Background: an optimization exercise with open tools, aiming at small area, a short achievable clock period and few clock cycles per item. Do not read the settings as production practice. In this exercise RTL edits were held to simulation tests only and were not proved equivalent to the original. Power figures rest on the tool's default switching activity, not on a simulated workload.

==> flow/design.v <==
module lath_ecc (
    input  wire         clk,
    input  wire         rst,           
    input  wire         in_valid,
    output wire         in_ready,
    input  wire [383:0] in_line,
    output reg          out_valid,
    input  wire         out_ready,
    output reg  [255:0] out_data,      
    output reg  [7:0]   out_poison,    
    output reg  [3:0]   out_corr,      
    output reg  [3:0]   out_ue,        
    output reg  [3:0]   out_prd,       
    output reg  [2:0]   out_die,       
    output reg          out_retire,    
    output reg          out_dual,      
    output reg          out_ue_alarm,  
    input  wire [15:0]  limit,         
    input  wire         win_clear,
    input  wire         cnt_clear,
    output wire         busy,
    output reg          erasure,
    output reg  [2:0]   retired,
    output reg  [23:0]  consec,        
    output reg  [95:0]  win_count,     
    output reg  [95:0]  corr_count,    
    output reg  [15:0]  ue_count,
    output reg  [15:0]  prd_count,
    output reg  [3:0]   ue_run
);
    localparam [15:0] POISON0 = 16'h5A5A;
    localparam [15:0] POISON1 = 16'hA5A5;
    function [15:0] mul_a;
        input [15:0] v;
        begin
            mul_a = {v[14:0], 1'b0} ^ (v[15] ? 16'h100B : 16'h0000);
        end
    endfunction
    localparam [1:0] C_CLEAN = 2'd0, C_LOC = 2'd1, C_UE = 2'd2, C_PRD = 2'd3;
    wire [1:0]  cls   [0:3];    
    wire [2:0]  ldie  [0:3];    
    wire [63:0] fixed [0:3];    
    wire [63:0] raw   [0:3];    
    genvar b;
    generate
        for (b = 0; b < 4; b = b + 1) begin : g_beat
            wire [15:0] r0 = (erasure && retired == 3'd0) ? 16'h0 : in_line[96*b +  0 +: 16];
            wire [15:0] r1 = (erasure && retired == 3'd1) ? 16'h0 : in_line[96*b + 16 +: 16];
            wire [15:0] r2 = (erasure && retired == 3'd2) ? 16'h0 : in_line[96*b + 32 +: 16];
            wire [15:0] r3 = (erasure && retired == 3'd3) ? 16'h0 : in_line[96*b + 48 +: 16];
            wire [15:0] r4 = (erasure && retired == 3'd4) ? 16'h0 : in_line[96*b + 64 +: 16];
            wire [15:0] r5 = (erasure && retired == 3'd5) ? 16'h0 : in_line[96*b + 80 +: 16];
            wire [15:0] a1r1 = mul_a(r1);
            wire [15:0] a2r2 = mul_a(mul_a(r2));
            wire [15:0] a3r3 = mul_a(mul_a(mul_a(r3)));
            wire [15:0] s0 = r0 ^ r1 ^ r2 ^ r3 ^ r4;
            wire [15:0] s1 = r0 ^ a1r1 ^ a2r2 ^ a3r3 ^ r5;
            wire [15:0] a1s0 = mul_a(s0);
            wire [15:0] a2s0 = mul_a(a1s0);
            wire [15:0] a3s0 = mul_a(a2s0);
            wire [15:0] p0  = s0 ^ POISON0;
            wire [15:0] a1p = mul_a(p0);
            wire [15:0] a2p = mul_a(a1p);
            wire [15:0] a3p = mul_a(a2p);
            wire [15:0] q1  = s1 ^ POISON1;
            reg [1:0]  c;
            reg [2:0]  d;
            reg [63:0] f;
            always @(*) begin
                c = C_UE;
                d = 3'd7;
                f = {r3, r2, r1, r0};
                if (!erasure) begin
                    if (s0 == 16'h0 && s1 == 16'h0) begin
                        c = C_CLEAN;
                    end else if (s0 == POISON0 && s1 == POISON1) begin
                        c = C_PRD;
                    end else if (s0 != 16'h0 && s1 == s0) begin
                        c = C_LOC; d = 3'd0; f[15:0]  = r0 ^ s0;
                    end else if (s0 != 16'h0 && s1 == a1s0) begin
                        c = C_LOC; d = 3'd1; f[31:16] = r1 ^ s0;
                    end else if (s0 != 16'h0 && s1 == a2s0) begin
                        c = C_LOC; d = 3'd2; f[47:32] = r2 ^ s0;
                    end else if (s0 != 16'h0 && s1 == a3s0) begin
                        c = C_LOC; d = 3'd3; f[63:48] = r3 ^ s0;
                    end else if (s0 != 16'h0 && s1 == 16'h0) begin
                        c = C_LOC; d = 3'd4;
                    end else if (s0 == 16'h0 && s1 != 16'h0) begin
                        c = C_LOC; d = 3'd5;
                    end
                end else begin
                    case (retired)
                        3'd0: begin
                            if (s1 == s0) begin c = C_CLEAN; f[15:0] = s0; end
                            else if (q1 == p0) c = C_PRD;
                        end
                        3'd1: begin
                            if (s1 == a1s0) begin c = C_CLEAN; f[31:16] = s0; end
                            else if (q1 == a1p) c = C_PRD;
                        end
                        3'd2: begin
                            if (s1 == a2s0) begin c = C_CLEAN; f[47:32] = s0; end
                            else if (q1 == a2p) c = C_PRD;
                        end
                        3'd3: begin
                            if (s1 == a3s0) begin c = C_CLEAN; f[63:48] = s0; end
                            else if (q1 == a3p) c = C_PRD;
                        end
                        3'd4: begin
                            if (s1 == 16'h0) c = C_CLEAN;
                            else if (s1 == POISON1) c = C_PRD;
                        end
                        default: begin
                            if (s0 == 16'h0) c = C_CLEAN;
                            else if (s0 == POISON0) c = C_PRD;
                        end
                    endcase
                end
            end
            assign cls[b]   = c;
            assign ldie[b]  = d;
            assign fixed[b] = f;
            assign raw[b]   = {r3, r2, r1, r0};
        end
    endgenerate
    reg  [1:0]   fcls [0:3];
    reg  [255:0] n_data;
    reg  [7:0]   n_poison;
    reg  [3:0]   n_corr, n_ue, n_prd;
    reg  [2:0]   n_die;
    reg          n_retire, n_dual, n_alarm;
    reg          n_erasure;
    reg  [2:0]   n_retired;
    reg  [3:0]   n_consec [0:5];
    reg  [15:0]  n_win    [0:5];
    reg  [15:0]  n_corrc  [0:5];
    reg  [15:0]  n_uec, n_prdc;
    reg  [3:0]   n_run;
    reg          two_dies;
    reg  [2:0]   first_die;
    reg  [5:0]   meets;
    reg  [2:0]   meet_die;
    integer      i, k, nm;
    always @(*) begin
        two_dies  = 1'b0;
        first_die = 3'd7;
        for (i = 0; i < 4; i = i + 1) begin
            if (cls[i] == C_LOC) begin
                if (first_die == 3'd7)
                    first_die = ldie[i];
                else if (ldie[i] != first_die)
                    two_dies = 1'b1;
            end
        end
        for (i = 0; i < 4; i = i + 1)
            fcls[i] = (two_dies && cls[i] == C_LOC) ? C_UE : cls[i];
        n_erasure = erasure;
        n_retired = retired;
        for (k = 0; k < 6; k = k + 1) begin
            n_consec[k] = consec[4*k +: 4];
            n_win[k]    = win_count[16*k +: 16];
            n_corrc[k]  = corr_count[16*k +: 16];
        end
        n_uec   = ue_count;
        n_prdc  = prd_count;
        n_run   = ue_run;
        n_alarm = 1'b0;
        n_die   = two_dies ? 3'd7 : first_die;
        for (i = 0; i < 4; i = i + 1) begin
            n_corr[i] = (fcls[i] == C_LOC);
            n_ue[i]   = (fcls[i] == C_UE);
            n_prd[i]  = (fcls[i] == C_PRD);
            if (fcls[i] == C_UE || fcls[i] == C_PRD) begin
                n_data[64*i +: 64]  = raw[i];
                n_poison[2*i +: 2]  = 2'b11;
            end else begin
                n_data[64*i +: 64]  = fixed[i];
                n_poison[2*i +: 2]  = 2'b00;
            end
            case (fcls[i])
                C_CLEAN: begin
                    n_run = 4'd0;
                    if (!erasure)
                        for (k = 0; k < 6; k = k + 1)
                            n_consec[k] = 4'd0;
                end
                C_LOC: begin
                    n_run = 4'd0;
                    for (k = 0; k < 6; k = k + 1) begin
                        if (ldie[i] == k[2:0]) begin
                            if (n_consec[k] != 4'd8)     n_consec[k] = n_consec[k] + 4'd1;
                            if (n_win[k]   != 16'hFFFF)  n_win[k]    = n_win[k] + 16'd1;
                            if (n_corrc[k] != 16'hFFFF)  n_corrc[k]  = n_corrc[k] + 16'd1;
                        end else begin
                            n_consec[k] = 4'd0;
                        end
                    end
                end
                C_UE: begin
                    if (n_uec != 16'hFFFF) n_uec = n_uec + 16'd1;
                    if (n_run != 4'd15)    n_run = n_run + 4'd1;
                    if (n_run == 4'd8)     n_alarm = 1'b1;
                end
                default: begin
                    if (n_prdc != 16'hFFFF) n_prdc = n_prdc + 16'd1;
                end
            endcase
        end
        nm       = 0;
        meet_die = 3'd7;
        for (k = 0; k < 6; k = k + 1) begin
            meets[k] = (n_consec[k] == 4'd8) ||
                       (limit != 16'h0 && n_win[k] >= limit);
            if (meets[k]) begin
                nm       = nm + 1;
                meet_die = k[2:0];
            end
        end
        n_retire = 1'b0;
        n_dual   = 1'b0;
        if (!erasure) begin
            if (nm == 1) begin
                n_retire  = 1'b1;
                n_erasure = 1'b1;
                n_retired = meet_die;
            end else if (nm > 1) begin
                n_dual = 1'b1;
            end
        end
    end
    assign in_ready = !out_valid || out_ready;
    assign busy     = out_valid;
    wire accept = in_valid && in_ready;
    always @(posedge clk) begin
        if (rst) begin
            out_valid    <= 1'b0;
            out_data     <= 256'h0;
            out_poison   <= 8'h0;
            out_corr     <= 4'h0;
            out_ue       <= 4'h0;
            out_prd      <= 4'h0;
            out_die      <= 3'd7;
            out_retire   <= 1'b0;
            out_dual     <= 1'b0;
            out_ue_alarm <= 1'b0;
            erasure      <= 1'b0;
            retired      <= 3'd7;
            consec       <= 24'h0;
            win_count    <= 96'h0;
            corr_count   <= 96'h0;
            ue_count     <= 16'h0;
            prd_count    <= 16'h0;
            ue_run       <= 4'h0;
        end else begin
            if (accept) begin
                out_valid    <= 1'b1;
                out_data     <= n_data;
                out_poison   <= n_poison;
                out_corr     <= n_corr;
                out_ue       <= n_ue;
                out_prd      <= n_prd;
                out_die      <= n_die;
                out_retire   <= n_retire;
                out_dual     <= n_dual;
                out_ue_alarm <= n_alarm;
                erasure      <= n_erasure;
                retired      <= n_retired;
                for (k = 0; k < 6; k = k + 1) begin
                    consec[4*k +: 4]      <= n_consec[k];
                    win_count[16*k +: 16] <= n_win[k];
                    corr_count[16*k +: 16] <= n_corrc[k];
                end
                ue_count     <= n_uec;
                prd_count    <= n_prdc;
                ue_run       <= n_run;
            end else begin
                if (out_ready)
                    out_valid <= 1'b0;
                if (win_clear)
                    win_count <= 96'h0;
                if (cnt_clear) begin
                    corr_count <= 96'h0;
                    ue_count   <= 16'h0;
                    prd_count  <= 16'h0;
                end
            end
        end
    end
endmodule
==> flow/run.sh <==
#!/bin/bash
# synth_recipe.tcl (not shown) runs the flow's synth.tcl, then flattens the netlist and writes it again
# the make line also repeats each setting of config.mk as NAME=value (left out here)
make -C /OpenROAD-flow-scripts/flow DESIGN_CONFIG=/design/flow/config.mk WORK_HOME=/design/flow/orfs CLKGATE_MAP_FILE= SYNTH_SCRIPT=/design/flow/synth_recipe.tcl finish
==> flow/config.mk <==
export PLATFORM = sky130hd
export DESIGN_NAME = lath_ecc
export DESIGN_NICKNAME = lath_ecc
export VERILOG_FILES = /design/flow/design.v
export SDC_FILE = /design/flow/constraint.sdc
export NUM_CORES = 8
export LEC_CHECK = 0
export CAP_MARGIN = 20
export CORE_MARGIN = 2
export CORE_UTILIZATION = 40
export SLEW_MARGIN = 20
==> flow/constraint.sdc <==
create_clock -name core_clock -period 26.0 [get_ports {clk}]
set_input_delay 5.2000 -clock core_clock [delete_from_list [all_inputs] [get_ports {clk}]]
set_output_delay 5.2000 -clock core_clock [all_outputs]
set_load 0.01 [all_outputs]
==> flow_summary.ini <==
[run_status]
outcome = finished clean

[critical_path]
cp_max_fo = 16
critPathKind = in2reg
slowest_delay_ns = 0.77
cp-start-kind = input pin
worst_setup_path_end_kind = register
worst_ep_arrival_time_ns = 24.59
critPathRequiredTime_ns = 26.64
cpMaxStageDelayCell = clkdlybuf4s50_1

[floorplanning]
start_util = 0.402
design.die.area_sq_um = 225000
rows = 172
core-area_sq_um = 220000
die_w_um = 474
ios = 947
die_y_um = 474

[sta]
rsz0062_at_grt = false
slew_violations = 0
setup_viol = 0
tightest_slew_ns = 1.35
period_share = 0.921
whs_ns = 0.456
slew_headroom = 0.0979
period_needed_ns = 23.95
report.final.hold_viol_count = 0
max_freq_mhz = 41.8
fin_setup_tns_ns = 0
skew_ns = 0.0613

[drt]
drc = 0
drt_iter0_markers = 15200
via_per_inst = 6.84
firstDrtPassIters = 9
ant_nets = 0
vias = 112000
wire_per_inst_um = 32.4
wl_um = 530000

[pwr]
power.total_mw = 5.32
leakage_nw = 36.4
peakVddDrop_mv = 0.0531
powerDensity_nw_per_um2 = 51.8

[finish]
fillers = 22200
final_net_count = 13900
layout-drive-gt1-share = 0.0728
seq_area_sq_um = 10700
area_growth_pct = 16.3
multiInputGateArea_sq_um = 72800
final_util = 0.468

[hold_path]
hp-class = reg2reg

[synthesis]
synth-simple-area-share = 0.327
synth_fa_ha_area_frac = 0.0321
synth-seq-cells = 535
syn_area_sq_um = 88400
postSynthAreaPerCell_sq_um = 6.83
synth_cell_types = 139
synthArstFlopShare = 0
synthMuxAreaShare = 0.0471
synth_edf_count = 0
syn_nets = 13600
synth_cells = 12900
synth_ff_type = dfxtp_1
synth_compound_area_frac = 0.283
synth_top_family_by_area = simple AND/OR/NAND/NOR gates
yosysSeqAreaShare = 0.121
synthXorXnorAreaFrac = 0.130
yosysWarnings = 5

[flow_run]
drv_cap = 0

[cts]
clock_tree.root_cell = clkbuf_16
ctsLongestPathBuffers = 3
clock-sinks = 535
clock_latency_ns = 0.80
cts.clk_slew.worst_paths_ns = 0.06
ctsHoldBuffers = 0
cts_max_level = 3
cts_resized = 0
cts_tree = built
postCtsSetupBuffers = 0
cts-buffers-inserted = 76

[global_route]
grt_max_degree = 148
grt_pass1_wl_um = 741000
antenna_found_initial = 124
grt_pass1_vias = 101000
grt.total_usage = 0.447
grt-ovfl-total = 0

[place]
dp_hpwl_um = 407000
gp_congestion = 1.08
io_buffers = 946
-- metrics by stage --
| step | area [sq um] | worst slack, ns | std cells |
|---|---|---|---|
| floorplan | 88400 | 5.81 | 12900 |
| global placement | 99700 | 1.77 | 16100 |
| detailed placement | 99700 | 1.76 | 16100 |
| CTS | 102000 | 2.46 | 16300 |
| global route | 103000 | 0.945 | 16300 |
| finish | 103000 | 2.05 | 16400 |
-- worst paths after layout --
path,start,endpoint,slack [ns],depth (start not counted)
worst max-delay path,in_line[158],retired[1]$_SDFFE_PP1P_,2.05,76
worst min-delay path,out_data[91]$_SDFFE_PP0P_,out_data[91]$_SDFFE_PP0P_,0.46,2
worst max register to register,retired[2]$_SDFFE_PP1P_,retired[1]$_SDFFE_PP1P_,4.48,78
worst min register to register,out_data[91]$_SDFFE_PP0P_,out_data[91]$_SDFFE_PP0P_,0.46,2
-- cells in the mapped netlist (122+ instances only) --
cell	number	area, sq um
xnor2_1	645	5650
a31oi_1	284	1780
nand3_1	595	2980
nand2b_1	150	938
o22ai_1	131	820
and3_1	244	1530
nand4_1	229	1430
and2_1	197	1230
ha_1	227	2840
o211ai_1	157	1180
nand2_1	1428	5360
nor2_1	1308	4910
or2_2	122	763
a211oi_1	202	1520
nor3_1	426	2130
clkbuf_1	720	2700
o21ai_0	704	3520
mux2_2	134	1510
nor4_1	216	1350
mux2i_1	255	2550
inv_1	220	826
xor2_1	355	3110
a21oi_1	900	4500
dfxtp_1	535	10700
-- final cells by class --
type	instances	share of cell area
repair buffers	1240	0.114
well taps	2958	0.0360
clock inverters	46	0.00570
inverters	235	0.00863
multi-input cells	11200	0.708
flip-flops and latches	535	0.104
clock buffers	94	0.0209
diodes	90	0.00219
-- state kept, by name, summed over array words and instances, names as in the netlist, 3 cells and up --
signal / count
corr_count: 96
out_poison: 4
out_die: 3
ue_count: 16
consec: 24
out_corr: 4
ue_run: 4
win_count: 96
out_prd: 4
out_data: 256
out_ue: 4
retired: 3
prd_count: 16
-- power breakdown --
part           internal (mW)  leakage [nW]  switching [mW]
logic                   1.06          30.7            2.10
registers              0.875          4.36          0.0799
clock network          0.691          1.33           0.504
total                   2.63          36.4            2.69
-- layer usage --
metal  vias up  track usage  wire [um]
met1     53100        0.538     198000
li1      48900            -          -
met2      7726        0.649     217000
met4        60        0.377      52200
met5         -            0        375
met3      1978        0.134      63000
-- worst max-delay path: cells and delay by family --
family,cells,cell delay (ns)
buffers and inverters,5,1.69
xor gates and xnor gates,3,1.33
and+or+nand+nor,32,6.86
adders and majority gates,8,2.33
AOI/OAI and AO/OA,27,6.82
muxes,1,0.28
-- placed cells by master, fill, tap and decap left out, types with 199 or more instances in the layout --
master	instances
o21ai_0	703
buf_4	284
ha_1	227
nand4_1	229
a31oi_1	282
inv_1	219
dfxtp_1	531
a211oi_1	199
nand3_1	595
nor4_1	212
and3_1	244
xor2_1	355
clkdlybuf4s50_1	945
a21oi_1	898
nor2_1	1298
nand2_1	1425
nor3_1	415
mux2i_1	255
xnor2_1	645
-- logic make-up (layout without fill, tap and decap cells) --
group,Yosys count,after routing
other cells,0,90
compound gates,3719,3719
fa+ha+maj,227,227
xor+xnor,1123,1123
flops,535,535
buf+inv,1256,1615
simple gates,5688,5688
mux,396,396
Testbench counts, summed over its fixed seeds: cycles 24,008, items 24,000.

static timing again, ports no longer ideal:
No port has a modelled driver above. Below, the same layout with a new extraction and two added sets of constraints. Step 1, drivers: a clkbuf_16 drives clk and a buf_2 each remaining input, both assumed. Step 2 moves the port delays by t, midway between the first and last clock arrival at a register: inputs arrive t later, outputs are due t later. That takes back most of the time a late clock gives input paths. Slacks: no drivers / after step 1 / after step 2; pairs: no drivers / after step 1.
t (ns): 0.868
setup WS [ns]: 2.054 / 2.128 / 1.260
worst data-port slew with drivers (ns): 0.33
After both steps setup and hold are still met in this run. For this run, drivers alone change the setup slack by +0.074 ns; drivers and shift together by -0.794 ns.
